This design comes from an exercise in tuning for small area, a short achievable clock period and few clock cycles on the open sky130 flow, not from production work.
Only simulation tests tie the RTL to the original design; equivalence was not proved.
Power and IR drop assume default switching activity.

## config.mk

```make
export PLATFORM = sky130hd
export DESIGN_NAME = lane_core
export DESIGN_NICKNAME = lane_core
export VERILOG_FILES = /design/flow/design.v
export SDC_FILE = /design/flow/constraint.sdc
export NUM_CORES = 8
export LEC_CHECK = 0
export CAP_MARGIN = 20
export CORE_MARGIN = 2
export CORE_UTILIZATION = 40
export SLEW_MARGIN = 50
```

## run.sh

```bash
#!/bin/bash
# synth_recipe.tcl (not shown) runs the flow's synth.tcl, then flattens the netlist and writes it again
# the make line also repeats each setting of config.mk as NAME=value (left out here)
make -C /OpenROAD-flow-scripts/flow DESIGN_CONFIG=/design/flow/config.mk WORK_HOME=/design/flow/orfs CLKGATE_MAP_FILE= SYNTH_SCRIPT=/design/flow/synth_recipe.tcl finish
```

## design.v

```verilog
module lane_core (
    input  wire        clk,
    input  wire        rst,           
    input  wire        start,         
    input  wire [11:0] entry,
    input  wire [31:0] arg0,
    output reg         busy,
    output reg         done,          
    output wire [11:0] imem_addr,
    input  wire [31:0] imem_data,
    output wire [14:0] dmem_addr,
    input  wire [15:0] dmem_rdata,
    output wire [13:0] cmem_addr,
    input  wire [15:0] cmem_rdata,
    output reg         mem_we,
    output reg         mem_wsel,      
    output reg  [14:0] mem_waddr,
    output reg  [15:0] mem_wdata,
    output reg         put_valid,
    output reg  [13:0] put_sig,
    output reg  [31:0] put_data,
    output reg         evt_valid,
    output reg         evt_class,
    output reg  [15:0] evt_code,
    output reg         inh
);
    localparam [5:0] OP_NOP = 6'h00, OP_END = 6'h01, OP_JMP = 6'h02, OP_BR = 6'h03,
                     OP_CALL = 6'h04, OP_RET = 6'h05, OP_LOOP = 6'h06,
                     OP_INH = 6'h08, OP_EVT = 6'h09, OP_LDI = 6'h0A, OP_LDP = 6'h0B,
                     OP_LDM = 6'h0C, OP_LDZ = 6'h0D, OP_MOVX = 6'h0E, OP_SETM = 6'h0F,
                     OP_LD = 6'h10, OP_ST = 6'h11, OP_LD2 = 6'h12, OP_LIM = 6'h13,
                     OP_PUT = 6'h16, OP_PUTW = 6'h17,
                     OP_MPY_RR = 6'h1B, OP_MPY_RM = 6'h1C, OP_MPY_MM = 6'h1D,
                     OP_MAC_RR = 6'h1E, OP_MAC_RM = 6'h1F, OP_MAC_MM = 6'h20,
                     OP_MSU_RR = 6'h21, OP_MSU_RM = 6'h22, OP_MSU_MM = 6'h23,
                     OP_MPYU = 6'h24, OP_ADD = 6'h25, OP_SUB = 6'h26, OP_MINMAX = 6'h27,
                     OP_LOG = 6'h28, OP_SHD = 6'h29, OP_CMP = 6'h2A, OP_ACC = 6'h2B,
                     OP_SHA = 6'h2C, OP_MVA = 6'h2D, OP_MVD = 6'h2E, OP_NORM = 6'h2F;
    integer i;
    reg [15:0] D [0:15];
    reg [39:0] A0, A1;
    reg [15:0] P [0:7];
    reg [15:0] M [0:7];
    reg [3:0]  Z [0:7];
    reg [12:0] LC0, LC1;
    reg [24:2] FB;
    reg        f_n, f_z, f_v, f_sv, f_rnd, f_sat;
    reg [4:0]  f_msh;
    reg        init;                    
    reg        f_run;                   
    reg [11:0] fpc;
    reg [11:0] cstk [0:7];
    reg [3:0]  csp;
    reg [1:0]  fdepth;
    reg [11:0] fls0, fll0, fls1, fll1;
    reg [12:0] flc0, flc1;
    reg [11:0] pend_ls;                 
    reg        d_valid;
    reg [31:0] d_ir;
    reg [11:0] d_pc;
    reg        d_dec0, d_clr0, d_dec1, d_clr1;
    reg        m_valid;
    reg [31:0] m_ir;
    reg        m_dec0, m_clr0, m_dec1, m_clr1, m_lidx;
    reg [1:0]  m_pa, m_pb, m_pam, m_pbm;
    reg        m_pau, m_pbu;
    reg [15:0] m_aval, m_bval, m_am, m_bm;
    reg [3:0]  m_az, m_bz;
    reg        m_spec, m_loopr, m_movx_ptr;
    reg        e_valid;
    reg [31:0] e_ir;
    reg        e_dec0, e_clr0, e_dec1, e_clr1, e_lidx;
    reg [15:0] e_dm, e_cm, e_pmz;
    reg [14:0] e_waddr;
    reg        e_wsel;
    reg [15:0] rA, rB, rC;              
    reg [39:0] Aa;                      
    reg [3:0]  e_dwi;
    reg        e_dwe, e_ld2, e_p2;
    reg        e_end, e_br, e_loopi, e_loopr, e_inh, e_evt, e_ldi, e_movx, e_setm;
    reg        e_ld, e_st, e_lim, e_put, e_putw, e_mul, e_rm, e_mm, e_mpyu;
    reg        e_add, e_sub, e_minmax, e_log, e_shd, e_cmp, e_acc, e_sha, e_mva, e_mvd, e_norm;
    reg        e_movx_ptr, e_movx_rsr;
    reg [1:0]  e_wk;
    reg [4:0]  e_lamt, e_shm1;          
    reg [5:0]  e_ramt;
    reg        e_shaneg, e_mvar, e_sh0, e_sat;
    reg        w_valid;
    reg        w_a;
    reg [1:0]  w_k;                     
    reg [2:0]  w_f;
    reg [39:0] w_ps, w_pc;              
    reg        w_psg;                   
    reg [39:0] w_Aa, w_Ab;              
    assign imem_addr = fpc;
    wire [11:0] fpc1 = fpc + 12'd1;
    reg        le_hit, le_dec0, le_clr0, le_dec1, le_clr1;
    reg [11:0] le_pc;
    always @(*) begin
        le_hit = 1'b0; le_dec0 = 1'b0; le_clr0 = 1'b0; le_dec1 = 1'b0; le_clr1 = 1'b0;
        le_pc = fpc1;
        if (fdepth == 2'd2 && fpc == fll1) begin
            le_hit = 1'b1;
            if (flc1 > 13'd1) begin
                le_dec1 = 1'b1; le_pc = fls1;
            end else begin
                le_clr1 = 1'b1;
                if (fpc == fll0) begin
                    if (flc0 > 13'd1) begin le_dec0 = 1'b1; le_pc = fls0; end
                    else le_clr0 = 1'b1;
                end
            end
        end else if (fdepth != 2'd0 && fpc == fll0) begin
            le_hit = 1'b1;
            if (flc0 > 13'd1) begin le_dec0 = 1'b1; le_pc = fls0; end
            else le_clr0 = 1'b1;
        end
    end
    wire [5:0]  dop     = d_ir[31:26];
    wire        d_jmp   = (dop == OP_JMP);
    wire        d_call  = (dop == OP_CALL);
    wire        d_ret   = (dop == OP_RET);
    wire        d_loop  = (dop == OP_LOOP);
    wire        d_loopi = d_loop & d_ir[25];
    wire        d_loopr = d_loop & ~d_ir[25];
    wire        d_cnt0  = (d_ir[24:12] == 13'd0);
    wire        d_br    = (dop == OP_BR);
    wire        d_end   = (dop == OP_END);
    wire [11:0] d_pc1   = d_pc + 12'd1;
    wire [11:0] stk_top = cstk[csp[2:0] - 3'd1];
    reg [1:0] dd_pa, dd_pb, dd_pam, dd_pbm;
    reg       dd_pau, dd_pbu, dd_useptr;
    always @(*) begin
        dd_pa = 2'd0; dd_pb = 2'd0; dd_pam = 2'd0; dd_pbm = 2'd0;
        dd_pau = 1'b0; dd_pbu = 1'b0; dd_useptr = 1'b0;
        case (dop)
            OP_LD, OP_ST: begin
                dd_useptr = 1'b1;
                dd_pa = d_ir[20:19]; dd_pb = d_ir[20:19]; dd_pam = d_ir[18:17]; dd_pbm = d_ir[18:17];
                dd_pau = ~d_ir[21]; dd_pbu = d_ir[21];
            end
            OP_MPY_RM, OP_MAC_RM, OP_MSU_RM: begin
                dd_useptr = 1'b1;
                dd_pa = d_ir[16:15]; dd_pb = d_ir[16:15]; dd_pam = d_ir[14:13]; dd_pbm = d_ir[14:13];
                dd_pau = ~d_ir[17]; dd_pbu = d_ir[17];
            end
            OP_LD2: begin
                dd_useptr = 1'b1;
                dd_pa = d_ir[21:20]; dd_pam = d_ir[19:18]; dd_pau = 1'b1;
                dd_pb = d_ir[17:16]; dd_pbm = d_ir[15:14]; dd_pbu = 1'b1;
            end
            OP_MPY_MM, OP_MAC_MM, OP_MSU_MM: begin
                dd_useptr = 1'b1;
                dd_pa = d_ir[24:23]; dd_pam = d_ir[22:21]; dd_pau = 1'b1;
                dd_pb = d_ir[20:19]; dd_pbm = d_ir[18:17]; dd_pbu = 1'b1;
            end
            OP_LDP, OP_LDM, OP_LDZ: dd_useptr = 1'b1;
            OP_MOVX: begin
                dd_pa = d_ir[18:17]; dd_pb = d_ir[18:17];
                dd_useptr = ~d_ir[16] & (d_ir[21:20] != 2'b11);
            end
            default: ;
        endcase
    end
    function [15:0] post_mod(input [15:0] p, input [1:0] mode, input [15:0] m, input [3:0] z);
        reg [15:0] step, sum, mask;
        begin
            case (mode)
                2'b00: step = 16'd0;
                2'b01: step = 16'd1;
                2'b10: step = 16'hFFFF;
                default: step = m;
            endcase
            sum  = p + step;
            mask = (16'd1 << z) - 16'd1;
            if (z == 4'd0)
                post_mod = sum;
            else
                post_mod = (p & ~mask) | (sum & mask);
        end
    endfunction
    wire [15:0] pa_next = post_mod(m_aval, m_pam, m_am, m_az);
    wire [15:0] pb_next = post_mod(m_bval, m_pbm, m_bm, m_bz);
    assign dmem_addr = m_aval[14:0];
    assign cmem_addr = m_bval[13:0];
    wire [5:0]  mop = m_ir[31:26];
    wire [14:0] m_staddr = m_ir[21] ? {1'b0, m_bval[13:0]} : m_aval[14:0];
    wire        m_side = m_ir[19];
    reg  [15:0] m_pmz;
    always @(*) begin
        case (m_ir[21:20])
            2'b00:   m_pmz = m_side ? m_bval : m_aval;
            2'b01:   m_pmz = m_side ? m_bm : m_am;
            default: m_pmz = {12'd0, m_side ? m_bz : m_az};
        endcase
    end
    wire fwd_de = e_valid & e_st & ~e_wsel & (e_waddr == m_aval[14:0]);
    wire fwd_dw = mem_we & ~mem_wsel & (mem_waddr == m_aval[14:0]);
    wire fwd_ce = e_valid & e_st & e_wsel & (e_waddr[13:0] == m_bval[13:0]);
    wire fwd_cw = mem_we & mem_wsel & (mem_waddr[13:0] == m_bval[13:0]);
    wire [15:0] dm_cap = fwd_de ? rC : fwd_dw ? mem_wdata : dmem_rdata;
    wire [15:0] cm_cap = fwd_ce ? rC : fwd_cw ? mem_wdata : cmem_rdata;
    wire md_mpy  = (mop == OP_MPY_RR) | (mop == OP_MPY_RM) | (mop == OP_MPY_MM) | (mop == OP_MPYU);
    wire md_mac  = (mop == OP_MAC_RR) | (mop == OP_MAC_RM) | (mop == OP_MAC_MM);
    wire md_msu  = (mop == OP_MSU_RR) | (mop == OP_MSU_RM) | (mop == OP_MSU_MM);
    wire md_rm   = (mop == OP_MPY_RM) | (mop == OP_MAC_RM) | (mop == OP_MSU_RM);
    wire md_mm   = (mop == OP_MPY_MM) | (mop == OP_MAC_MM) | (mop == OP_MSU_MM);
    wire md_putw = (mop == OP_PUTW);
    wire md_put  = (mop == OP_PUT);
    wire md_mvs  = (mop == OP_MVA) | (mop == OP_NORM);
    wire [3:0] md_ra = md_putw ? {m_ir[25:23], 1'b1} : m_ir[21:18];
    wire [3:0] md_rb = (md_put | md_putw) ? m_ir[3:0] :
                       (mop == OP_SHA)    ? m_ir[11:8] :
                       (mop == OP_LOOP)   ? m_ir[15:12] : m_ir[17:14];
    wire [3:0] md_rc = md_putw ? {m_ir[25:23], 1'b0} : m_ir[25:22];
    wire md_dwe = (mop == OP_LDI) | ((mop == OP_MOVX) & ~m_ir[16]) | (mop == OP_LD) |
                  (mop == OP_LD2) | (mop == OP_LIM) | (mop == OP_ADD) | (mop == OP_SUB) |
                  (mop == OP_MINMAX) | (mop == OP_LOG) | (mop == OP_SHD) | md_mvs;
    wire [3:0] md_dwi = md_mvs ? m_ir[21:18] :
                        (mop == OP_LD2) ? {m_ir[25:23], 1'b0} : m_ir[25:22];
    wire [15:0] mem_rd1 = e_p2 ? e_cm : e_dm;
    wire [15:0] mul_a = e_mm ? e_dm : rA;
    wire [15:0] mul_b = e_mm ? e_cm : e_rm ? mem_rd1 : rB;
    wire [16:0] ma    = {e_mpyu ? 1'b0 : mul_a[15], mul_a};       
    wire [17:0] ma2   = {ma, 1'b0};
    wire [16:0] mbx   = {mul_b, 1'b0};
    wire [39:0] pp0, pp1, pp2, pp3, pp4, pp5, pp6, pp7;
    wire [7:0]  pneg;
    genvar gk;
    generate
        for (gk = 0; gk < 8; gk = gk + 1) begin : g_booth
            wire [2:0]  bd = mbx[2*gk +: 3];
            wire        ng = bd[2] & ~(bd[1] & bd[0]);
            wire        one = bd[1] ^ bd[0];
            wire        two = (bd == 3'b011) | (bd == 3'b100);
            wire [17:0] pm = (one ? {ma[16], ma} : two ? ma2 : 18'd0) ^ {18{ng}};
            wire [39:0] row = {22'd0, ~pm[17], pm[16:0]} << (2 * gk);
            assign pneg[gk] = ng;
        end
    endgenerate
    assign pp0 = g_booth[0].row; assign pp1 = g_booth[1].row;
    assign pp2 = g_booth[2].row; assign pp3 = g_booth[3].row;
    assign pp4 = g_booth[4].row; assign pp5 = g_booth[5].row;
    assign pp6 = g_booth[6].row; assign pp7 = g_booth[7].row;
    wire [39:0] pp8 = 40'hFF_5556_0000 |
                      {25'd0, pneg[7], 1'b0, pneg[6], 1'b0, pneg[5], 1'b0, pneg[4], 1'b0,
                       pneg[3], 1'b0, pneg[2], 1'b0, pneg[1], 1'b0, pneg[0]};
    function [79:0] csa(input [39:0] x, input [39:0] y, input [39:0] z);
        csa = {((x & y) | (x & z) | (y & z)) << 1, x ^ y ^ z};
    endfunction
    wire [79:0] c1a = csa(pp0, pp1, pp2);
    wire [79:0] c1b = csa(pp3, pp4, pp5);
    wire [79:0] c1c = csa(pp6, pp7, pp8);
    wire [79:0] c2a = csa(c1a[39:0], c1a[79:40], c1b[39:0]);
    wire [79:0] c2b = csa(c1b[79:40], c1c[39:0], c1c[79:40]);
    wire [79:0] c3a = csa(c2a[39:0], c2a[79:40], c2b[39:0]);
    wire [79:0] c4a = csa(c3a[39:0], c3a[79:40], c2b[79:40]);
    wire ma_z = (mul_a == 16'd0);
    wire mb_z = (mul_b == 16'd0);
    wire psg  = (ma[16] ^ mul_b[15]) & ~ma_z & ~mb_z;
    wire        as_sub = e_sub | e_cmp | e_minmax;
    wire [17:0] as_x   = {{2{rA[15]}}, rA};
    wire [17:0] as_y   = {{2{rB[15]}}, rB};
    wire [17:0] asum   = as_x + (as_sub ? ~as_y : as_y) + {17'd0, as_sub};
    wire        as_big = (asum[17:15] != 3'b000) && (asum[17:15] != 3'b111);
    wire [15:0] as_sat = as_big ? (asum[17] ? 16'h8000 : 16'h7FFF) : asum[15:0];
    wire        as_lt  = asum[17];
    wire        as_eq  = (rA == rB);
    wire        mm_pick_s = e_ir[0] ? (~as_lt & ~as_eq) : as_lt;
    wire [15:0] mm_res = mm_pick_s ? rA : rB;
    wire        lim_c1  = $signed(rC) < $signed(rA);
    wire        lim_ca  = $signed(rA) > $signed(rB);
    wire        lim_cc  = $signed(rC) > $signed(rB);
    wire [15:0] lim_res = lim_c1 ? (lim_ca ? rB : rA) : (lim_cc ? rB : rC);
    reg [15:0] log_res;
    always @(*) begin
        case (e_ir[1:0])
            2'd0: log_res = rA & rB;
            2'd1: log_res = rA | rB;
            2'd2: log_res = rA ^ rB;
            default: log_res = rA & ~rB;
        endcase
    end
    wire [4:0]  shd_n   = e_ir[4:0];                             
    reg [5:0] norm_e;
    integer j;
    always @(*) begin
        norm_e = 6'd39;
        for (j = 0; j <= 38; j = j + 1)
            if (Aa[j] != Aa[39]) norm_e = 6'd38 - j[5:0];
    end
    wire [6:0] norm_n = {1'b0, norm_e} - 7'd8;                    
    wire [39:0] lsh_x   = e_mvd ? {{24{rA[15]}}, rA} : Aa;
    wire [47:0] lsh_in  = e_norm ? {{8{Aa[39]}}, Aa} : {lsh_x, 8'd0};
    wire [5:0]  lsh_amt = e_norm ? norm_e : {1'b0, e_lamt};
    wire [47:0] lsh_w   = lsh_in << lsh_amt;
    wire [39:0] lsh_out = lsh_w[47:8];
    wire [38:0] lsh_d   = lsh_x[38:0] ^ {39{lsh_x[39]}};
    wire [38:0] lsh_msk = ~({39{1'b1}} >> e_lamt);
    wire        lsh_ov  = |(lsh_d & lsh_msk);
    wire [40:0] rsh_in  = {Aa[39], Aa};
    wire [40:0] rsh_out = $signed(rsh_in) >>> e_ramt;
    wire [15:0] shd_l   = rA << shd_n[3:0];
    wire [4:0]  shd_ra  = 5'd0 - shd_n;                           
    wire [16:0] shd_rw  = $signed({~e_ir[5] & rA[15], rA}) >>> shd_ra;
    wire [14:0] shd_d   = rA[14:0] ^ {15{rA[15]}};
    wire [14:0] shd_msk = ~({15{1'b1}} >> shd_n[3:0]);
    wire        shd_big = ~e_ir[5] & (|(shd_d & shd_msk));
    wire [15:0] shd_res = shd_n[4] ? shd_rw[15:0] :
                          shd_big  ? (rA[15] ? 16'h8000 : 16'h7FFF) : shd_l;
    wire        shd_sv  = ~shd_n[4] & shd_big;
    wire        mva_inc = e_mvar & ~e_sh0 & Aa[e_shm1];
    wire [40:0] mva_s   = rsh_out;
    wire        mva_inr = (mva_s[40:15] == 26'd0) | (mva_s[40:15] == {26{1'b1}});
    wire        mva_max = (mva_s[40:15] == 26'd0) & (mva_s[14:0] == {15{1'b1}});
    wire        mva_m1  = (mva_s[40:16] == {25{1'b1}}) & ~mva_s[15] & (mva_s[14:0] == {15{1'b1}});
    wire        mva_big = (~mva_inr & ~(mva_m1 & mva_inc)) | (mva_max & mva_inc);
    wire [15:0] mva_low = mva_s[15:0] + {15'd0, mva_inc};
    wire [15:0] mva_res = (e_sat & mva_big) ? (mva_s[40] ? 16'h8000 : 16'h7FFF) : mva_low;
    wire        mva_zero = ~(e_sat & mva_big) &
                           (mva_inc ? (mva_s[15:0] == 16'hFFFF) : (mva_s[15:0] == 16'd0));
    wire [4:0] sp = e_ir[21:17];
    reg [15:0] special;
    always @(*) begin
        if (sp[4:3] != 2'b11) special = e_pmz;
        else case (sp[2:0])
            3'd0: special = {1'b0, f_msh, f_sat, f_rnd, 4'd0, f_sv, f_v, f_z, f_n};
            3'd1: special = {3'd0, LC0};
            3'd2: special = {3'd0, LC1};
            3'd3: special = {FB[15:2], 2'b00};
            3'd4: special = {7'd0, FB[24:16]};
            default: special = 16'd0;
        endcase
    end
    reg [15:0] wd;
    always @(*) begin
        wd = 16'd0;
        if (e_ldi)    wd = e_ir[15:0];
        if (e_movx)   wd = special;
        if (e_ld)     wd = mem_rd1;
        if (e_ld2)    wd = e_dm;
        if (e_lim)    wd = lim_res;
        if (e_add | e_sub) wd = as_sat;
        if (e_minmax) wd = mm_res;
        if (e_log)    wd = log_res;
        if (e_shd)    wd = shd_res;
        if (e_mva)    wd = mva_res;
        if (e_norm)   wd = {{9{norm_n[6]}}, norm_n};
    end
    wire [15:0] wd_odd = e_ld2 ? e_cm : wd;
    reg cc_ok;
    always @(*) begin
        case (e_ir[24:22])
            3'd0: cc_ok = f_z;
            3'd1: cc_ok = !f_z;
            3'd2: cc_ok = f_n;
            3'd3: cc_ok = !f_n;
            3'd4: cc_ok = !f_n && !f_z;
            3'd5: cc_ok = f_n || f_z;
            3'd6: cc_ok = f_v;
            default: cc_ok = f_sv;
        endcase
    end
    wire [12:0] loop_cnt = e_loopi ? e_ir[24:12] : rB[12:0];
    wire        loop_z   = (loop_cnt == 13'd0);
    wire w_wr_a = w_valid & ~((w_k == 2'd3) & (w_f == 3'd7));
    wire w_nz   = w_valid & (w_k == 2'd3) & (w_f == 3'd7);
    wire w_vv   = w_valid & ((w_k == 2'd1) | (w_k == 2'd2) |
                             ((w_k == 2'd3) & (w_f != 3'd0) & (w_f <= 3'd4)));
    wire w_svv  = w_valid & (w_k == 2'd3) & (w_f == 3'd5);
    wire e_rd_a = e_sha | e_norm | e_mva;
    wire stall_a  = e_rd_a & w_wr_a & (w_a == e_ir[25]);
    wire stall_br = e_br & ((~e_ir[23] | ~e_ir[24]) ? w_nz : (e_ir[22] ? w_svv : w_vv));
    wire stall_sr = e_movx_rsr & (w_nz | w_vv | w_svv);
    wire e_stall  = e_valid & (stall_a | stall_br | stall_sr);
    wire e_go     = e_valid & ~e_stall;
    wire redir_br = e_br & cc_ok;
    wire redir_lz = e_loopr & loop_z;
    wire kill     = e_go & (redir_br | redir_lz | e_end);
    wire [11:0] redir_pc = redir_lz ? e_ir[11:0] + 12'd1 : e_ir[11:0];
    reg        e_nzw, e_nv, e_zv, e_setv, e_setsv;
    always @(*) begin
        e_nzw = 1'b0; e_nv = 1'b0; e_zv = 1'b0; e_setv = 1'b0; e_setsv = 1'b0;
        if (e_add | e_sub) begin
            e_nzw = 1'b1; e_nv = asum[17]; e_zv = (asum == 18'd0); e_setsv = as_big;
        end
        if (e_cmp)    begin e_nzw = 1'b1; e_nv = as_lt; e_zv = as_eq; end
        if (e_minmax) begin e_nzw = 1'b1; e_nv = mm_res[15]; e_zv = (mm_res == 16'd0); end
        if (e_lim)    begin e_nzw = 1'b1; e_nv = lim_res[15]; e_zv = (lim_res == 16'd0); end
        if (e_log)    begin e_nzw = 1'b1; e_nv = log_res[15]; e_zv = (log_res == 16'd0); end
        if (e_shd)    begin e_nzw = 1'b1; e_nv = shd_res[15]; e_zv = (shd_res == 16'd0); e_setsv = shd_sv; end
        if (e_mva)    begin e_nzw = 1'b1; e_nv = mva_res[15]; e_zv = mva_zero; e_setsv = e_sat & mva_big; end
        if (e_sha)    e_setv = ~e_shaneg & lsh_ov;
        if (e_mvd)    e_setv = lsh_ov;
    end
    wire e_movx_wsr = e_movx & e_ir[16] & (sp == 5'b11000);
    wire [39:0] wAa = w_Aa;
    wire [39:0] wAb = w_Ab;
    reg  [39:0] ax, ay, az;
    reg         asb, ysg;
    always @(*) begin
        ax = wAa; ay = w_ps; az = w_pc; asb = 1'b0; ysg = w_psg;
        case (w_k)
            2'd0: ax = 40'd0;
            2'd1: ;
            2'd2: asb = 1'b1;
            default: begin
                az = 40'd0; ysg = wAb[39]; ay = wAb;
                case (w_f)
                    3'd1: ;
                    3'd3: begin ax = 40'd0; ay = wAa; ysg = wAa[39]; asb = 1'b1; end
                    3'd4: begin ax = 40'd0; ay = wAa; ysg = wAa[39]; asb = wAa[39]; end
                    default: asb = 1'b1;
                endcase
            end
        endcase
    end
    wire [39:0] wy  = ay ^ {40{asb}};
    wire [39:0] wz  = az ^ {40{asb & (w_k != 2'd3)}};
    wire [39:0] ws1 = ax ^ wy ^ wz;
    wire [39:0] wmaj = (ax & wy) | (ax & wz) | (wy & wz);
    wire [39:0] wc1s = {wmaj[38:0], asb & (w_k != 2'd3)};
    wire [39:0] wsum = ws1 + wc1s + {39'd0, asb};
    wire        wovf = asb ? ((ax[39] != ysg) & (wsum[39] != ax[39]))
                           : ((ax[39] == ysg) & (wsum[39] != ax[39]));
    wire        acc_hi = ~wAa[39] & (wAa[38:31] != 8'd0);
    wire        acc_lo =  wAa[39] & (wAa[38:31] != 8'hFF);
    reg  [39:0] wres;
    always @(*) begin
        wres = wsum;
        if (w_k == 2'd3) case (w_f)
            3'd0: wres = 40'd0;
            3'd5: wres = acc_hi ? 40'h00_7FFF_FFFF : acc_lo ? 40'hFF_8000_0000 : wAa;
            3'd6: wres = wAb;
            default: ;
        endcase
    end
    wire w_setv  = w_vv & wovf;
    wire w_setsv = w_svv & (acc_hi | acc_lo);
    wire m_hold  = e_stall | m_haz;
    wire m_go    = m_valid & ~m_hold & ~kill;
    wire spec_me = (m_valid & m_spec) | (e_valid & (e_br | e_loopr));
    wire d_ctl   = d_call | d_ret | d_loop | (dop == OP_LDP) | (dop == OP_LDM) | (dop == OP_LDZ);
    wire d_hz    = dd_useptr & ((m_valid & m_movx_ptr) | (e_valid & e_movx_ptr));
    wire d_hold  = m_hold | (d_valid & (d_hz | (d_ctl & spec_me)));
    wire d_go    = d_valid & ~d_hold & ~kill;
    wire d_redir = d_go & (d_jmp | d_call | d_ret | (d_loopi & d_cnt0));
    wire d_stop  = d_go & d_end;
    reg  [11:0] d_target;
    always @(*) begin
        if (d_ret)        d_target = stk_top;
        else if (d_loopi) d_target = d_ir[11:0] + 12'd1;
        else              d_target = d_ir[11:0];
    end
    wire spec_any = (d_valid & (d_br | d_loopr)) | spec_me;
    wire f_block  = (le_hit & spec_any) |
                    (d_valid & d_loop & (d_ir[11:0] == fpc)) |
                    (m_valid & m_loopr & (m_ir[11:0] == fpc)) |
                    (e_valid & e_loopr & (e_ir[11:0] == fpc));
    wire f_acc    = f_run & ~d_hold & ~f_block & ~kill & ~d_redir & ~d_stop;
    wire start_go = start & ~busy;
    always @(posedge clk) begin
        if (rst) begin
            busy      <= 1'b0;
            done      <= 1'b0;
            init      <= 1'b0;
            f_run     <= 1'b0;
            d_valid   <= 1'b0;
            m_valid   <= 1'b0;
            e_valid   <= 1'b0;
            w_valid   <= 1'b0;
            put_valid <= 1'b0;
            evt_valid <= 1'b0;
            mem_we    <= 1'b0;
            inh       <= 1'b0;
        end else begin
            init      <= start_go;
            put_valid <= e_go & (e_put | e_putw);
            evt_valid <= e_go & e_evt;
            mem_we    <= e_go & e_st;
            if (e_go & e_inh) inh <= e_ir[0];
            w_valid   <= e_go & (e_mul | e_acc);
            done <= kill & e_end;
            if (start_go) begin
                busy  <= 1'b1;
                f_run <= 1'b1;
            end else if (kill & e_end) begin
                busy  <= 1'b0;
                f_run <= 1'b0;
            end else if (kill) begin
                f_run <= 1'b1;
            end else if (d_stop) begin
                f_run <= 1'b0;
            end
            if (kill)
                d_valid <= 1'b0;
            else if (!d_hold)
                d_valid <= f_acc;
            if (kill)
                m_valid <= 1'b0;
            else if (!m_hold)
                m_valid <= d_go;
            if (!e_stall)
                e_valid <= m_go;
        end
    end
    always @(posedge clk) begin
        if (!csp[3]) cstk[csp[2:0]] <= d_pc1;
        if (!busy) begin
            fpc    <= entry;
            fdepth <= 2'd0;
        end else if (kill) begin
            fpc <= redir_pc;
        end else if (d_redir) begin
            fpc <= d_target;
        end else if (f_acc) begin
            fpc <= le_pc;
        end
        if (f_acc) begin
            d_ir   <= imem_data;
            d_pc   <= fpc;
            d_dec0 <= le_dec0; d_clr0 <= le_clr0;
            d_dec1 <= le_dec1; d_clr1 <= le_clr1;
            if (le_hit) begin
                if (le_dec1) flc1 <= flc1 - 13'd1;
                if (le_clr1) flc1 <= 13'd0;
                if (le_dec0) flc0 <= flc0 - 13'd1;
                if (le_clr0) flc0 <= 13'd0;
                if (le_clr1 & le_clr0) fdepth <= 2'd0;
                else if (le_clr1)      fdepth <= 2'd1;
                else if (le_clr0)      fdepth <= 2'd0;
            end
        end
        if (init) csp <= 4'd0;
        if (d_go) begin
            if (d_call) csp <= csp + 4'd1;
            if (d_ret)  csp <= csp - 4'd1;
            if (d_loopi & ~d_cnt0) begin
                if (fdepth == 2'd0) begin
                    fls0 <= d_pc1; fll0 <= d_ir[11:0]; flc0 <= d_ir[24:12]; fdepth <= 2'd1;
                end else begin
                    fls1 <= d_pc1; fll1 <= d_ir[11:0]; flc1 <= d_ir[24:12]; fdepth <= 2'd2;
                end
            end
            if (d_loopr) pend_ls <= d_pc1;
        end
        if (e_go & e_loopr & ~loop_z) begin
            if (e_lidx) begin
                fls1 <= pend_ls; fll1 <= e_ir[11:0]; flc1 <= loop_cnt; fdepth <= 2'd2;
            end else begin
                fls0 <= pend_ls; fll0 <= e_ir[11:0]; flc0 <= loop_cnt; fdepth <= 2'd1;
            end
        end
    end
    wire [15:0] rd_pa = (m_go & m_pau & (m_pa == dd_pa)) ? pa_next : P[{1'b0, dd_pa}];
    wire [15:0] rd_pb = (m_go & m_pbu & (m_pb == dd_pb)) ? pb_next : P[{1'b1, dd_pb}];
    always @(posedge clk) begin
        if (!m_hold) begin
            m_ir   <= d_ir;
            m_dec0 <= d_dec0; m_clr0 <= d_clr0; m_dec1 <= d_dec1; m_clr1 <= d_clr1;
            m_lidx <= (fdepth != 2'd0);
            m_pa <= dd_pa; m_pb <= dd_pb; m_pam <= dd_pam; m_pbm <= dd_pbm;
            m_pau <= dd_pau; m_pbu <= dd_pbu;
            m_aval <= rd_pa; m_bval <= rd_pb;
            m_am <= M[{1'b0, dd_pa}]; m_bm <= M[{1'b1, dd_pb}];
            m_az <= Z[{1'b0, dd_pa}]; m_bz <= Z[{1'b1, dd_pb}];
            m_spec  <= d_br | d_loopr;
            m_loopr <= d_loopr;
            m_movx_ptr <= (dop == OP_MOVX) & d_ir[16] & (d_ir[21:20] != 2'b11);
        end
    end
    always @(posedge clk) begin
        if (init) begin
            for (i = 0; i < 8; i = i + 1) begin
                P[i] <= 16'd0; M[i] <= 16'd0; Z[i] <= 4'd0;
            end
        end else begin
            if (m_go) begin
                if (m_pau) P[{1'b0, m_pa}] <= pa_next;
                if (m_pbu) P[{1'b1, m_pb}] <= pb_next;
            end
            if (d_go) begin
                case (dop)
                    OP_LDP: P[d_ir[24:22]] <= d_ir[15:0];
                    OP_LDM: M[d_ir[24:22]] <= d_ir[15:0];
                    OP_LDZ: Z[d_ir[24:22]] <= d_ir[3:0];
                    default: ;
                endcase
            end
            if (e_go & e_movx & e_ir[16]) begin
                case (sp[4:3])
                    2'b00: P[sp[2:0]] <= rC;
                    2'b01: M[sp[2:0]] <= rC;
                    2'b10: Z[sp[2:0]] <= rC[3:0];
                    default: ;
                endcase
            end
        end
    end
    wire        fw_e = e_go & e_dwe;
    wire        fw_o = e_go & e_ld2;
    wire [3:0]  fw_oi = {e_dwi[3:1], 1'b1};
    wire [15:0] op_a = (fw_e & (e_dwi == md_ra)) ? wd : (fw_o & (fw_oi == md_ra)) ? e_cm : D[md_ra];
    wire [15:0] raw_b = D[md_rb];
    wire        fwb_e = fw_e & (e_dwi == md_rb);
    wire        fwb_o = fw_o & (fw_oi == md_rb);
    wire [15:0] op_b = fwb_e ? wd : fwb_o ? e_cm : raw_b;
    wire        sr_setm = e_go & e_setm;
    wire        sr_movx = e_go & e_movx_wsr;
    wire [4:0]  msh_f = sr_setm ? e_ir[4:0] : sr_movx ? rC[14:10] : f_msh;
    wire        rnd_f = sr_setm ? e_ir[8]   : sr_movx ? rC[8]     : f_rnd;
    wire        sat_f = sr_setm ? e_ir[9]   : sr_movx ? rC[9]     : f_sat;
    wire [4:0]  m_sh  = m_ir[6] ? m_ir[4:0] : msh_f;
    wire        m_sha = (mop == OP_SHA);
    wire [5:0]  m_shn = m_ir[6] ? raw_b[5:0] : m_ir[5:0];
    wire        m_haz = m_valid & m_sha & m_ir[6] & (fwb_e | fwb_o);
    wire [15:0] op_c = (fw_e & (e_dwi == md_rc)) ? wd : (fw_o & (fw_oi == md_rc)) ? e_cm : D[md_rc];
    wire [39:0] e_ares = (e_sha & e_shaneg) ? rsh_out[39:0] : lsh_out;
    wire        e_awr  = e_go & (e_sha | e_mvd | (e_norm & ~e_ir[0]));
    wire        w_awr  = w_valid & w_wr_a;
    wire        m_asel = m_ir[25];
    wire [39:0] aa_m   = (e_awr & (e_ir[25] == m_asel)) ? e_ares :
                         (w_awr & (w_a == m_asel))      ? wres :
                         (m_asel ? A1 : A0);
    always @(posedge clk) begin
        if (!e_stall)                        Aa <= aa_m;
        else if (w_awr & (w_a == e_ir[25]))  Aa <= wres;
    end
    always @(posedge clk) begin
        if (!e_stall) begin
            e_ir    <= m_ir;
            e_dec0 <= m_dec0; e_clr0 <= m_clr0; e_dec1 <= m_dec1; e_clr1 <= m_clr1;
            e_lidx <= m_lidx;
            e_dm <= dm_cap; e_cm <= cm_cap; e_pmz <= m_pmz;
            e_waddr <= m_staddr; e_wsel <= m_ir[21];
            rA <= op_a; rB <= op_b; rC <= op_c;
            e_dwe <= md_dwe; e_dwi <= md_dwi; e_ld2 <= (mop == OP_LD2);
            e_p2  <= md_rm ? m_ir[17] : m_ir[21];
            e_end <= (mop == OP_END); e_br <= (mop == OP_BR);
            e_loopi <= (mop == OP_LOOP) & m_ir[25];
            e_loopr <= (mop == OP_LOOP) & ~m_ir[25];
            e_inh <= (mop == OP_INH); e_evt <= (mop == OP_EVT);
            e_ldi <= (mop == OP_LDI); e_movx <= (mop == OP_MOVX);
            e_setm <= (mop == OP_SETM); e_ld <= (mop == OP_LD); e_st <= (mop == OP_ST);
            e_lim <= (mop == OP_LIM); e_put <= md_put; e_putw <= md_putw;
            e_mul <= md_mpy | md_mac | md_msu; e_rm <= md_rm; e_mm <= md_mm;
            e_mpyu <= (mop == OP_MPYU);
            e_wk  <= md_mac ? 2'd1 : md_msu ? 2'd2 : (mop == OP_ACC) ? 2'd3 : 2'd0;
            e_add <= (mop == OP_ADD); e_sub <= (mop == OP_SUB);
            e_minmax <= (mop == OP_MINMAX); e_log <= (mop == OP_LOG);
            e_shd <= (mop == OP_SHD); e_cmp <= (mop == OP_CMP); e_acc <= (mop == OP_ACC);
            e_sha <= (mop == OP_SHA); e_mva <= (mop == OP_MVA); e_mvd <= (mop == OP_MVD);
            e_norm <= (mop == OP_NORM);
            e_lamt   <= (mop == OP_MVD) ? m_sh : m_shn[4:0];
            e_ramt   <= (mop == OP_MVA) ? {1'b0, m_sh} : 6'd0 - m_shn;
            e_shaneg <= m_shn[5];
            e_mvar   <= rnd_f | m_ir[7];
            e_shm1   <= m_sh - 5'd1;
            e_sh0    <= (m_sh == 5'd0);
            e_sat    <= sat_f;
            e_movx_ptr <= (mop == OP_MOVX) & m_ir[16] & (m_ir[21:20] != 2'b11);
            e_movx_rsr <= (mop == OP_MOVX) & ~m_ir[16] & (m_ir[21:17] == 5'b11000);
        end
    end
    always @(posedge clk) begin
        w_Aa <= (w_awr & (w_a == e_ir[25])) ? wres : (e_ir[25] ? A1 : A0);
        w_Ab <= (w_awr & (w_a != e_ir[25])) ? wres : (e_ir[25] ? A0 : A1);
        if (e_go) begin
            w_a   <= e_ir[25];
            w_k   <= e_wk;
            w_f   <= e_ir[2:0];
            w_ps  <= c4a[39:0];
            w_pc  <= c4a[79:40];
            w_psg <= psg;
            if (e_st) begin
                mem_wsel  <= e_wsel;
                mem_waddr <= e_waddr;
                mem_wdata <= rC;
            end
            if (e_put | e_putw) begin
                put_sig   <= e_ir[14] ? rB[13:0] : e_ir[13:0];
                put_data  <= e_putw ? {rA, rC} : {{16{rC[15]}}, rC};
            end
            if (e_evt) begin
                evt_class <= e_ir[16];
                evt_code  <= e_ir[15:0];
            end
        end
        if (!busy) begin
            D[0] <= arg0[15:0];
            D[1] <= arg0[31:16];
        end
        for (i = 0; i < 16; i = i + 1) begin
            if (init) begin
                if (i >= 2) D[i] <= 16'd0;
            end else if (e_go) begin
                if (i[0] == 1'b0) begin
                    if (e_dwe && e_dwi == i[3:0]) D[i] <= wd;
                end else begin
                    if ((e_dwe && e_dwi == i[3:0]) || (e_ld2 && {e_dwi[3:1], 1'b1} == i[3:0]))
                        D[i] <= wd_odd;
                end
            end
        end
        if (init) begin
            f_rnd <= 1'b0; f_sat <= 1'b1; f_msh <= 5'd15;
            LC0 <= 13'd0; LC1 <= 13'd0; FB <= 23'd0;
        end else if (e_go) begin
            if (e_setm) begin
                f_sat <= e_ir[9]; f_rnd <= e_ir[8]; f_msh <= e_ir[4:0];
            end
            if (e_dec0) LC0 <= LC0 - 13'd1;
            if (e_clr0) LC0 <= 13'd0;
            if (e_dec1) LC1 <= LC1 - 13'd1;
            if (e_clr1) LC1 <= 13'd0;
            if ((e_loopi | e_loopr) & ~loop_z) begin
                if (e_lidx) LC1 <= loop_cnt; else LC0 <= loop_cnt;
            end
            if (e_movx & e_ir[16] & (sp[4:3] == 2'b11)) begin
                case (sp[2:0])
                    3'd0: begin
                        f_rnd <= rC[8]; f_sat <= rC[9]; f_msh <= rC[14:10];
                    end
                    3'd1: LC0 <= rC[12:0];
                    3'd2: LC1 <= rC[12:0];
                    3'd3: FB[15:2] <= rC[15:2];
                    3'd4: FB[24:16] <= rC[8:0];
                    default: ;
                endcase
            end
        end
        if (init) begin
            A0 <= 40'd0; A1 <= 40'd0;
        end else begin
            if (w_valid & w_wr_a) begin
                if (w_a) A1 <= wres; else A0 <= wres;
            end
            if (e_awr) begin
                if (e_ir[25]) A1 <= e_ares; else A0 <= e_ares;
            end
        end
        if (init) begin
            f_n <= 1'b0; f_z <= 1'b0; f_v <= 1'b0; f_sv <= 1'b0;
        end else if (e_go & e_movx_wsr) begin
            f_n <= rC[0]; f_z <= rC[1]; f_v <= rC[2]; f_sv <= rC[3];
        end else begin
            if (e_go & e_nzw) begin
                f_n <= e_nv; f_z <= e_zv;
            end else if (w_nz) begin
                f_n <= wsum[39] ^ wovf; f_z <= (wAa == wAb);
            end
            if ((e_go & e_setv) | w_setv)   f_v  <= 1'b1;
            if ((e_go & e_setsv) | w_setsv) f_sv <= 1'b1;
        end
    end
endmodule
```

## constraint.sdc

```tcl
create_clock -name core_clock -period 25.0 [get_ports {clk}]
set_input_delay 5.0000 -clock core_clock [delete_from_list [all_inputs] [get_ports {clk}]]
set_output_delay 5.0000 -clock core_clock [all_outputs]
set_load 0.01 [all_outputs]
```

==> results.yml, run 1 <==
critical_path:
  crit_chain: "clkdlybuf4s50_1"
  startpoint_type: "flip-flop"
  crit_required_ps: 20000
  reg2reg_slack_ps: 18240
  crit_path_end: "imem_addr[9]"
  end_kind: "output pin"
  slowest_delay_ps: 800
  critPathMaxFanout: 10
  r2r_end: "rA[11]"
  worst-path-buf-inv: 1
  crit_slowest_cell: "edfxtp_1"
  rr_startpoint: "e_ramt[1]"
  crit_arrival_ps: 2360
  crit_type: "flip-flop to output pin"
  cp_top_family: "flip-flops"
  reg2reg_depth: 16
  startpoint: "fpc[9]"
  path_depth: 1
clock_network:
  h-tree-depth: 4
  ctsHoldBuffers: 0
  clkTransAtPathRegs_ps: 60
  root_buffer: "clkbuf_16"
  cts_resized: 0
  cts_made_buffers: 187
  clock_path_buffers: 4
  cts.sinks: 1553
  worstSkewPairLatency_ps: 910
  cts_tree: "done"
  post_cts_buffers: 0
placement:
  gp_congestion: 1.054
  dp_hpwl_um: 390500
  post_dp_cell_area_mm2: 0.1164
  port_buffers: 252
  dp_slack_ps: 18130
routing:
  dr_total_vias: 106900
  drc: 0
  wl_um: 552000
  drtIter0Drc: 16330
  viasPerCell: 6.751
  first_pass_iters: 12
  ant_nets: 0
  wl_per_cell_um: 34.85
sta:
  setup_tns_ps: 0
  min_period_ps: 7357
  finClkSkew_ps: 100.6
  layout_setup_ws_ps: 17640
  rsz0062_at_grt: "no"
  worst_pin_slew_ps: 807.5
  hold_viol: 0
  fmax_mhz: 135.9
  maxSlewViolCount: 0
  finalSetupViolations: 0
  period_share_pct: 29.43
  relSlewSlack_pct: 45.60
power_and_ir_drop:
  p_leak_nw: 44.59
  peakVddDrop_mv: 0.06271
  powerDensity_mw_per_mm2: 68.57
status:
  outcome: "no timing/DRC/antenna violations"
cells_and_area:
  final_cell_area_mm2: 0.1230
  fillers: 25700
  drive_gt1_share_pct: 12.01
  final_common_cell: "nand2_1"
  syn2layout_area_growth_pct: 13.53
  final_cell_mix: "1,537 x nand2_1, 985 x edfxtp_1, 864 x a21oi_1, 841 x nor2_1, 635 x o21ai_0"
  finish.net_count: 12600
die:
  core-area_mm2: 0.2700
  die_w_um: 524.4
  io_pins: 253
  die_area_mm2: 0.2750
  initial_core_util_pct: 40.11
  std_cell_rows: 191
  die_y_um: 524.4
grt:
  grt_overflow: 0
  track_usage_pct: 38.78
  grt_first_pass_wirelength_um: 768800
  grt_pass1_vias: 99640
  grt_max_degree: 93
  antenna_found_initial: 43
logic_synthesis:
  syn_area_mm2: 0.1083
  synth_nets: 12720
  ys_ff_latch: 1553
  async_flop_share_pct: 0
  syn_inst: 12230
  ys.flop_type: "edfxtp_1"
  synth_cell_types: 116
  ys_seq_area_share_pct: 37.80
  synth.avg_cell_area_um2: 8.860
  yosysWarningCount: 2
  synth_enable_flop_cells: 985
hold_path:
  hold_class: "flip-flop to flip-flop"
job:
  drv_cap: 0
==> cell usage after synthesis, types with 251 or more instances <==
master       n  area share, %
a21oi_1    878            4.1
a22oi_1    332            2.3
clkbuf_1   904            3.1
dfxtp_1    568             10
edfxtp_1   985             27
ha_1       251            2.9
inv_1      295            1.0
mux2i_1    505            4.7
nand2_1   1554            5.4
nand3_1    343            1.6
nor2_1     916            3.2
nor3_1     346            1.6
o21ai_0    665            3.1
xnor2_1    373            3.0
==> through the flow <==
| stage | power (mW) | utilization [%] | cells | hold WS (ps) |
|---|---|---|---|---|
| floorplan | 4.580 | - | 12230 | 400.3 |
| global placement | 5.519 | 42.53 | 15400 | 403.3 |
| detailed placement | 5.587 | 43.11 | 15470 | 404.5 |
| CTS | 8.350 | 45.35 | 15790 | 413.4 |
| global route | 8.727 | 45.51 | 15810 | 415.4 |
| finish | 8.432 | 45.54 | 15840 | 412.7 |
==> kinds of logic (layout without fill, tap and decap cells) <==
family                     Yosys count  in the layout  share of synthesized area (%)
AOI/OAI and AO/OA                 3509           3509                          21.49
xor gates and xnor gates           587            587                          4.746
adders and majority gates          384            384                          5.357
buffers and inverters             1392           1406                          5.101
DFF                               1553           1553                          37.80
muxes                              785            785                          8.588
other                                0             29                              0
and+or+nand+nor                   4015           4015                          16.92
==> how the worst min path moves through the flow <==
| stage | startpoint | to | depth (start not counted) |
|---|---|---|---|
| 2_1_floorplan | m_clr0 | e_clr0 | 0 |
| 3_3_place_gp | m_dec0 | e_dec0 | 0 |
| 3_5_place_dp | m_dec0 | e_dec0 | 0 |
| 4_1_cts | d_dec1 | m_dec1 | 0 |
| 5_1_grt | d_dec1 | m_dec1 | 0 |
| 6_report | d_dec1 | m_dec1 | 0 |
==> per-layer routing <==
layer	GRT usage, %	up-vias	share of wire (%)
li1	-	44960	-
met1	51.21	52260	39
met2	55.91	7868	41
met3	11.33	1822	13
met4	23.15	14	7.0
met5	0	-	0.020
==> state kept, by name, summed over array words and instances, names as in the netlist, 23 cells and up <==
name and count:
A1 40, w_ps 33, Z 32, put_data 32, w_pc 30, M 128
cstk 96, w_Ab 40, m_ir 32, d_ir 32, w_Aa 40, P 128
e_ir 26, Aa 40, D 256, FB 23, A0 40
==> cell type report <==
type | count | area (um2) | area share, %
clock buffer | 240 | 5074 | 4.126
antenna | 29 | 72.57 | 0.05901
multi-input combinational | 9280 | 63370 | 51.53
sequential | 1553 | 40960 | 33.31
timing repair buffer | 772 | 6882 | 5.596
clock inverter | 82 | 958.4 | 0.7794
inverter | 312 | 1190 | 0.9676
tap | 3570 | 4467 | 3.632
==> power breakdown <==
group | total (mW) | leakage [nW] | switching, mW | internal [mW]
Sequential | 3.08 | 14.5 | 0.146 | 2.93
Clock | 2.79 | 2.94 | 1.16 | 1.63
Combinational | 2.56 | 27.2 | 1.68 | 0.882
Total | 8.43 | 44.6 | 2.99 | 5.44
Testbench counts, summed over its fixed seeds: cycles 279,511.
==> run 2: changes to the inputs <==
--- a/design.v
+++ b/design.v
@@ -58,7 +58,10 @@
     reg        d_valid;
     reg [31:0] d_ir;
     reg [11:0] d_pc;
-    reg        d_dec0, d_clr0, d_dec1, d_clr1;
+    reg        d_dec0, d_clr0, d_dec1, d_clr1, d_pred;
+    reg        idle;                    
+    reg [14:0] r_da;                    
+    reg [13:0] r_ca;
     reg        m_valid;
     reg [31:0] m_ir;
     reg        m_dec0, m_clr0, m_dec1, m_clr1, m_lidx;
@@ -87,12 +90,17 @@
     reg        e_shaneg, e_mvar, e_sh0, e_sat;
     reg        w_valid;
     reg        w_a;
-    reg [1:0]  w_k;                     
-    reg [2:0]  w_f;
+    reg        w_cx0, w_cyp, w_cya, w_csub, w_cabs, w_czs;    
+    reg        w_cr0, w_crs, w_crb;                           
+    reg        w_cwa, w_cnz, w_cv, w_csv;                     
     reg [39:0] w_ps, w_pc;              
     reg        w_psg;                   
     reg [39:0] w_Aa, w_Ab;              
-    assign imem_addr = fpc;
+    reg  [11:0] r_ia;                   
+    assign imem_addr = r_ia;
+    wire [5:0]  fop  = imem_data[31:26];
+    wire        f_pj = (fop == OP_JMP) | (fop == OP_CALL);
+    wire        f_pr = (fop == OP_RET) & ~(d_valid & (d_call | d_ret));
     wire [11:0] fpc1 = fpc + 12'd1;
     reg        le_hit, le_dec0, le_clr0, le_dec1, le_clr1;
     reg [11:0] le_pc;
@@ -181,8 +189,8 @@
     endfunction
     wire [15:0] pa_next = post_mod(m_aval, m_pam, m_am, m_az);
     wire [15:0] pb_next = post_mod(m_bval, m_pbm, m_bm, m_bz);
-    assign dmem_addr = m_aval[14:0];
-    assign cmem_addr = m_bval[13:0];
+    assign dmem_addr = r_da;
+    assign cmem_addr = r_ca;
     wire [5:0]  mop = m_ir[31:26];
     wire [14:0] m_staddr = m_ir[21] ? {1'b0, m_bval[13:0]} : m_aval[14:0];
     wire        m_side = m_ir[19];
@@ -363,11 +371,10 @@
     end
     wire [12:0] loop_cnt = e_loopi ? e_ir[24:12] : rB[12:0];
     wire        loop_z   = (loop_cnt == 13'd0);
-    wire w_wr_a = w_valid & ~((w_k == 2'd3) & (w_f == 3'd7));
-    wire w_nz   = w_valid & (w_k == 2'd3) & (w_f == 3'd7);
-    wire w_vv   = w_valid & ((w_k == 2'd1) | (w_k == 2'd2) |
-                             ((w_k == 2'd3) & (w_f != 3'd0) & (w_f <= 3'd4)));
-    wire w_svv  = w_valid & (w_k == 2'd3) & (w_f == 3'd5);
+    wire w_wr_a = w_valid & w_cwa;
+    wire w_nz   = w_valid & w_cnz;
+    wire w_vv   = w_valid & w_cv;
+    wire w_svv  = w_valid & w_csv;
     wire e_rd_a = e_sha | e_norm | e_mva;
     wire stall_a  = e_rd_a & w_wr_a & (w_a == e_ir[25]);
     wire stall_br = e_br & ((~e_ir[23] | ~e_ir[24]) ? w_nz : (e_ir[22] ? w_svv : w_vv));
@@ -396,45 +403,24 @@
     wire e_movx_wsr = e_movx & e_ir[16] & (sp == 5'b11000);
     wire [39:0] wAa = w_Aa;
     wire [39:0] wAb = w_Ab;
-    reg  [39:0] ax, ay, az;
-    reg         asb, ysg;
-    always @(*) begin
-        ax = wAa; ay = w_ps; az = w_pc; asb = 1'b0; ysg = w_psg;
-        case (w_k)
-            2'd0: ax = 40'd0;
-            2'd1: ;
-            2'd2: asb = 1'b1;
-            default: begin
-                az = 40'd0; ysg = wAb[39]; ay = wAb;
-                case (w_f)
-                    3'd1: ;
-                    3'd3: begin ax = 40'd0; ay = wAa; ysg = wAa[39]; asb = 1'b1; end
-                    3'd4: begin ax = 40'd0; ay = wAa; ysg = wAa[39]; asb = wAa[39]; end
-                    default: asb = 1'b1;
-                endcase
-            end
-        endcase
-    end
+    wire        asb = w_csub | (w_cabs & wAa[39]);
+    wire [39:0] ax  = w_cx0 ? 40'd0 : wAa;
+    wire [39:0] ay  = w_cyp ? w_ps : w_cya ? wAa : wAb;
+    wire [39:0] az  = w_cyp ? w_pc : 40'd0;
+    wire        ysg = w_cyp ? w_psg : w_cya ? wAa[39] : wAb[39];
     wire [39:0] wy  = ay ^ {40{asb}};
-    wire [39:0] wz  = az ^ {40{asb & (w_k != 2'd3)}};
+    wire [39:0] wz  = az ^ {40{w_czs}};
     wire [39:0] ws1 = ax ^ wy ^ wz;
     wire [39:0] wmaj = (ax & wy) | (ax & wz) | (wy & wz);
-    wire [39:0] wc1s = {wmaj[38:0], asb & (w_k != 2'd3)};
+    wire [39:0] wc1s = {wmaj[38:0], w_czs};
     wire [39:0] wsum = ws1 + wc1s + {39'd0, asb};
     wire        wovf = asb ? ((ax[39] != ysg) & (wsum[39] != ax[39]))
                            : ((ax[39] == ysg) & (wsum[39] != ax[39]));
     wire        acc_hi = ~wAa[39] & (wAa[38:31] != 8'd0);
     wire        acc_lo =  wAa[39] & (wAa[38:31] != 8'hFF);
-    reg  [39:0] wres;
-    always @(*) begin
-        wres = wsum;
-        if (w_k == 2'd3) case (w_f)
-            3'd0: wres = 40'd0;
-            3'd5: wres = acc_hi ? 40'h00_7FFF_FFFF : acc_lo ? 40'hFF_8000_0000 : wAa;
-            3'd6: wres = wAb;
-            default: ;
-        endcase
-    end
+    wire [39:0] wres = w_cr0  ? 40'd0 :
+                       w_crs  ? (acc_hi ? 40'h00_7FFF_FFFF : acc_lo ? 40'hFF_8000_0000 : wAa) :
+                       w_crb  ? wAb : wsum;
     wire w_setv  = w_vv & wovf;
     wire w_setsv = w_svv & (acc_hi | acc_lo);
     wire m_hold  = e_stall | m_haz;
@@ -444,7 +430,7 @@
     wire d_hz    = dd_useptr & ((m_valid & m_movx_ptr) | (e_valid & e_movx_ptr));
     wire d_hold  = m_hold | (d_valid & (d_hz | (d_ctl & spec_me)));
     wire d_go    = d_valid & ~d_hold & ~kill;
-    wire d_redir = d_go & (d_jmp | d_call | d_ret | (d_loopi & d_cnt0));
+    wire d_redir = d_go & (((d_jmp | d_call | d_ret) & ~d_pred) | (d_loopi & d_cnt0));
     wire d_stop  = d_go & d_end;
     reg  [11:0] d_target;
     always @(*) begin
@@ -458,10 +444,15 @@
                     (m_valid & m_loopr & (m_ir[11:0] == fpc)) |
                     (e_valid & e_loopr & (e_ir[11:0] == fpc));
     wire f_acc    = f_run & ~d_hold & ~f_block & ~kill & ~d_redir & ~d_stop;
-    wire start_go = start & ~busy;
+    wire start_go = start & idle;
+    wire        f_jsel = f_acc & ~le_hit & f_pj;
+    wire        f_rsel = f_acc & ~le_hit & f_pr;
+    wire [11:0] pc_oth = kill ? redir_pc : d_redir ? d_target : f_acc ? le_pc : fpc;
+    wire [11:0] pc_nx  = f_jsel ? imem_data[11:0] : f_rsel ? stk_top : pc_oth;
     always @(posedge clk) begin
         if (rst) begin
             busy      <= 1'b0;
+            idle      <= 1'b1;
             done      <= 1'b0;
             init      <= 1'b0;
             f_run     <= 1'b0;
@@ -483,9 +474,11 @@
             done <= kill & e_end;
             if (start_go) begin
                 busy  <= 1'b1;
+                idle  <= 1'b0;
                 f_run <= 1'b1;
             end else if (kill & e_end) begin
                 busy  <= 1'b0;
+                idle  <= 1'b1;
                 f_run <= 1'b0;
             end else if (kill) begin
                 f_run <= 1'b1;
@@ -506,21 +499,15 @@
     end
     always @(posedge clk) begin
         if (!csp[3]) cstk[csp[2:0]] <= d_pc1;
-        if (!busy) begin
-            fpc    <= entry;
-            fdepth <= 2'd0;
-        end else if (kill) begin
-            fpc <= redir_pc;
-        end else if (d_redir) begin
-            fpc <= d_target;
-        end else if (f_acc) begin
-            fpc <= le_pc;
-        end
+        fpc  <= start_go ? entry : pc_nx;
+        r_ia <= idle ? entry : pc_nx;
+        if (idle) fdepth <= 2'd0;
         if (f_acc) begin
             d_ir   <= imem_data;
             d_pc   <= fpc;
             d_dec0 <= le_dec0; d_clr0 <= le_clr0;
             d_dec1 <= le_dec1; d_clr1 <= le_clr1;
+            d_pred <= ~le_hit & (f_pj | f_pr);
             if (le_hit) begin
                 if (le_dec1) flc1 <= flc1 - 13'd1;
                 if (le_clr1) flc1 <= 13'd0;
@@ -562,6 +549,8 @@
             m_pa <= dd_pa; m_pb <= dd_pb; m_pam <= dd_pam; m_pbm <= dd_pbm;
             m_pau <= dd_pau; m_pbu <= dd_pbu;
             m_aval <= rd_pa; m_bval <= rd_pb;
+            if (dd_pau) r_da <= rd_pa[14:0];
+            if (dd_pbu) r_ca <= rd_pb[13:0];
             m_am <= M[{1'b0, dd_pa}]; m_bm <= M[{1'b1, dd_pb}];
             m_az <= Z[{1'b0, dd_pa}]; m_bz <= Z[{1'b1, dd_pb}];
             m_spec  <= d_br | d_loopr;
@@ -667,8 +656,19 @@
         w_Ab <= (w_awr & (w_a != e_ir[25])) ? wres : (e_ir[25] ? A0 : A1);
         if (e_go) begin
             w_a   <= e_ir[25];
-            w_k   <= e_wk;
-            w_f   <= e_ir[2:0];
+            w_cx0  <= (e_wk == 2'd0) | ((e_wk == 2'd3) & ((e_ir[2:0] == 3'd3) | (e_ir[2:0] == 3'd4)));
+            w_cyp  <= (e_wk != 2'd3);
+            w_cya  <= (e_wk == 2'd3) & ((e_ir[2:0] == 3'd3) | (e_ir[2:0] == 3'd4));
+            w_csub <= (e_wk == 2'd2) | ((e_wk == 2'd3) & ((e_ir[2:0] == 3'd2) | (e_ir[2:0] == 3'd3) | (e_ir[2:0] == 3'd7)));
+            w_cabs <= (e_wk == 2'd3) & (e_ir[2:0] == 3'd4);
+            w_czs  <= (e_wk == 2'd2);
+            w_cr0  <= (e_wk == 2'd3) & (e_ir[2:0] == 3'd0);
+            w_crs  <= (e_wk == 2'd3) & (e_ir[2:0] == 3'd5);
+            w_crb  <= (e_wk == 2'd3) & (e_ir[2:0] == 3'd6);
+            w_cwa  <= ~((e_wk == 2'd3) & (e_ir[2:0] == 3'd7));
+            w_cnz  <= (e_wk == 2'd3) & (e_ir[2:0] == 3'd7);
+            w_cv   <= (e_wk == 2'd1) | (e_wk == 2'd2) | ((e_wk == 2'd3) & (e_ir[2:0] != 3'd0) & (e_ir[2:0] <= 3'd4));
+            w_csv  <= (e_wk == 2'd3) & (e_ir[2:0] == 3'd5);
             w_ps  <= c4a[39:0];
             w_pc  <= c4a[79:40];
             w_psg <= psg;
@@ -686,7 +686,7 @@
                 evt_code  <= e_ir[15:0];
             end
         end
-        if (!busy) begin
+        if (idle) begin
             D[0] <= arg0[15:0];
             D[1] <= arg0[31:16];
         end
--- a/config.mk
+++ b/config.mk
@@ -8,4 +8,6 @@
 export CAP_MARGIN = 20
 export CORE_MARGIN = 2
 export CORE_UTILIZATION = 40
+export CTS_CLUSTER_DIAMETER = 150
+export CTS_CLUSTER_SIZE = 20
 export SLEW_MARGIN = 50
==> run 2 against run 1 <==
Effect of this change: clock skew is 9.1 ps lower; register-to-register slack better by 200 ps; sequential share of layout area is 1.5 points higher.
==> results.yml, run 2 <==
status:
  outcome: "no timing/DRC/antenna violations"
cells_and_area:
  top_register: "D"
  drive_gt1_share_pct: 10.20
  final_common_cell: "nand2_1"
  largest_reg_flops: 256
  stdcell_count: 15770
  reg.largest.list: "D x256, M x128, P x128"
  syn2layout_area_growth_pct: 10.40
  finish.net_count: 12590
  final_cell_mix: "1,433 x nand2_1, 1,010 x edfxtp_1, 886 x nor2_1, 880 x a21oi_1, 731 x o21ai_0"
clock_network:
  h-tree-depth: 3
  clock_path_buffers: 3
  cts_tree: "done"
  post_cts_buffers: 0
  cts_made_buffers: 91
  cts_resized: 0
  ctsHoldBuffers: 0
  root_buffer: "clkbuf_16"
  worstSkewPairLatency_ps: 850
  cts.sinks: 1603
  clkTransAtPathRegs_ps: 100
routing:
  drtIter0Drc: 16510
  first_pass_iters: 11
  dr_total_vias: 106300
  ant_nets: 0
  wl_um: 539100
  wl_per_cell_um: 34.18
  drc: 0
  viasPerCell: 6.739
logic_synthesis:
  yosys-top-cells-count: "1,441 x nand2_1, 1,010 x edfxtp_1, 953 x nor2_1"
  synth_enable_flop_cells: 1010
  syn_inst: 12330
  async_flop_share_pct: 0
  synth_area_leader_cell: "edfxtp_1"
  ys_seq_area_share_pct: 38.40
  synth_cell_types: 126
  yosysWarningCount: 2
  syn_area_mm2: 0.1099
  ys.flop_type: "edfxtp_1"
  synth.avg_cell_area_um2: 8.910
  yosysTopAreaCellShare_pct: 27.60
  yosys-top-cells-area: "edfxtp_1 28%, dfxtp_1 11%, nand2_1 4.9%, a21oi_1 4.1%, mux2i_1 3.9%"
  synth_nets: 12830
  synth.most_common_cell: "nand2_1"
  ys_ff_latch: 1603
sta:
  min_period_ps: 7233
  maxSlewViolCount: 0
  setup_tns_ps: 0
  worst_pin_slew_ps: 840.2
  hold_viol: 0
  fmax_mhz: 138.3
  relSlewSlack_pct: 43.99
  layout_setup_ws_ps: 17770
  hold_slack_ps: 429.6
  rsz0062_at_grt: "no"
  finClkSkew_ps: 91.49
  period_share_pct: 28.93
  finalSetupViolations: 0
critical_path:
  slowest_delay_ps: 700
  reg2reg_slack_ps: 18440
  crit_chain: "clkdlybuf4s50_1"
  end_kind: "output pin"
  r2r_end: "r_ia[5]"
  crit_required_ps: 20000
  crit_slowest_cell: "dfxtp_1"
  crit_path_end: "mem_we"
  critPathMaxFanout: 3
  reg2reg_depth: 18
  path_depth: 1
  crit_type: "flip-flop to output pin"
  cp_top_family: "flip-flops"
  crit_arrival_ps: 2230
  worst-path-buf-inv: 1
  startpoint: "mem_we"
  startpoint_type: "flip-flop"
  rr_startpoint: "e_norm"
placement:
  dp_hpwl_um: 383400
  port_buffers: 252
  dp_slack_ps: 17000
  dpl.cell_count: 15580
  gp_congestion: 1.015
die:
  die_w_um: 528.1
  initial_core_util_pct: 40.20
  io_pins: 253
  die_area_mm2: 0.2789
  die_y_um: 528.1
  std_cell_rows: 192
  core-area_mm2: 0.2734
grt:
  antenna_found_initial: 33
  track_usage_pct: 37.15
  grt_first_pass_wirelength_um: 752300
  grt_overflow: 0
  grt_max_degree: 123
  grt_pass1_vias: 99180
job:
  drv_cap: 0
power_and_ir_drop:
  peakVddDrop_mv: 0.05970
  powerDensity_mw_per_mm2: 63.89
  p_leak_nw: 43.56
  p_total_mw: 7.751
hold_path:
  hold_class: "flip-flop to flip-flop"
-- run 2: cell types whose count changed after synthesis, moves of 37 or more --
cell and change:
nor2_1 +37, mux2i_1 -78, mux2_2 -43, a22oi_1 +55, a221oi_1 -38, nand3_1 -51
a211oi_1 +186, o22ai_1 +47, nand2_1 -113, nor3_1 -60, nor2b_1 +71, a22o_1 -47
o21ai_0 +112
-- run 2: logic make-up (layout without fill, tap and decap cells) --
group	count (synthesis)	after routing	synth area share (%)
xor+xnor	574	574	4.575
mux	669	669	7.377
simple gates	3871	3871	16.17
buf+inv	1383	1216	4.951
fa+ha+maj	390	390	5.340
compound gates	3844	3844	23.19
other cells	0	17	0
flops	1603	1603	38.40
-- run 2: through the flow --
stage / instance area [um2] / util (%)
after floorplan: 109900 / -
after global placement: 116100 / 42.47
after detailed placement: 118100 / 43.19
after CTS: 120800 / 44.20
after global routing: 121300 / 44.37
final: 121300 / 44.38
-- run 2: worst min path at each step --
stage / end / depth (start not counted) / startpoint
after detailed placement: e_lidx / 0 / m_lidx
after floorplan: e_clr0 / 0 / m_clr0
after CTS: e_lidx / 0 / m_lidx
after global routing: e_lidx / 0 / m_lidx
final: e_lidx / 0 / m_lidx
after global placement: e_clr1 / 0 / m_clr1
-- run 2: area by class of cell --
type                       count  area (um2)
fill                       26300      152100
multi-input combinational   9348       63820
sequential                  1603       42220
timing repair buffer         738        6814
tap                         3589        4491
clock buffer                 155        2527
inverter                     313        1189
clock inverter                10       224.0
antenna                       17       42.54
-- run 2: power breakdown --
group	internal (mW)	total, mW	switching [mW]
clock	0.707	1.71	0.999
combinational	0.993	2.82	1.83
sequential	3.05	3.23	0.179
-- run 2: per-layer routing --
metal / GRT usage, % / routed length (um) / up-vias
li1: - / - / 45320
met1: 47.76 / 207100 / 52120
met2: 56.51 / 234400 / 7150
met3: 8.220 / 56810 / 1689
met4: 23.32 / 40600 / 16
met5: 0 / 118 / -
Testbench counts of run 2, summed over its fixed seeds: cycles 274,543.

-- static timing again, ports no longer ideal --
No port has a modelled driver above. Below, the same layouts with a new extraction and two added sets of constraints. Step 1 sets driving cells, clkbuf_16 on the clock port and buf_2 on the other inputs (assumed; they add their load-dependent delay and slew). Step 2 times the ports against the registers' clock, not the clock port: input delays grow and output delays shrink by t, the midpoint of the rising clock arrivals with the driver on. Three values: ideal, step 1, step 2; two values: the first two.
run	shift t [ns]	slack for setup (ns)	cell pins on the clock port's net
run 1	0.960	17.643 / 17.541 / 18.243	1
run 2	0.911	17.767 / 17.664 / 16.935	1
After both steps setup and hold are still met in every run listed. The setup slack of run 2, which loses most, moves by -0.103 ns with the drivers and by -0.832 ns with both steps.
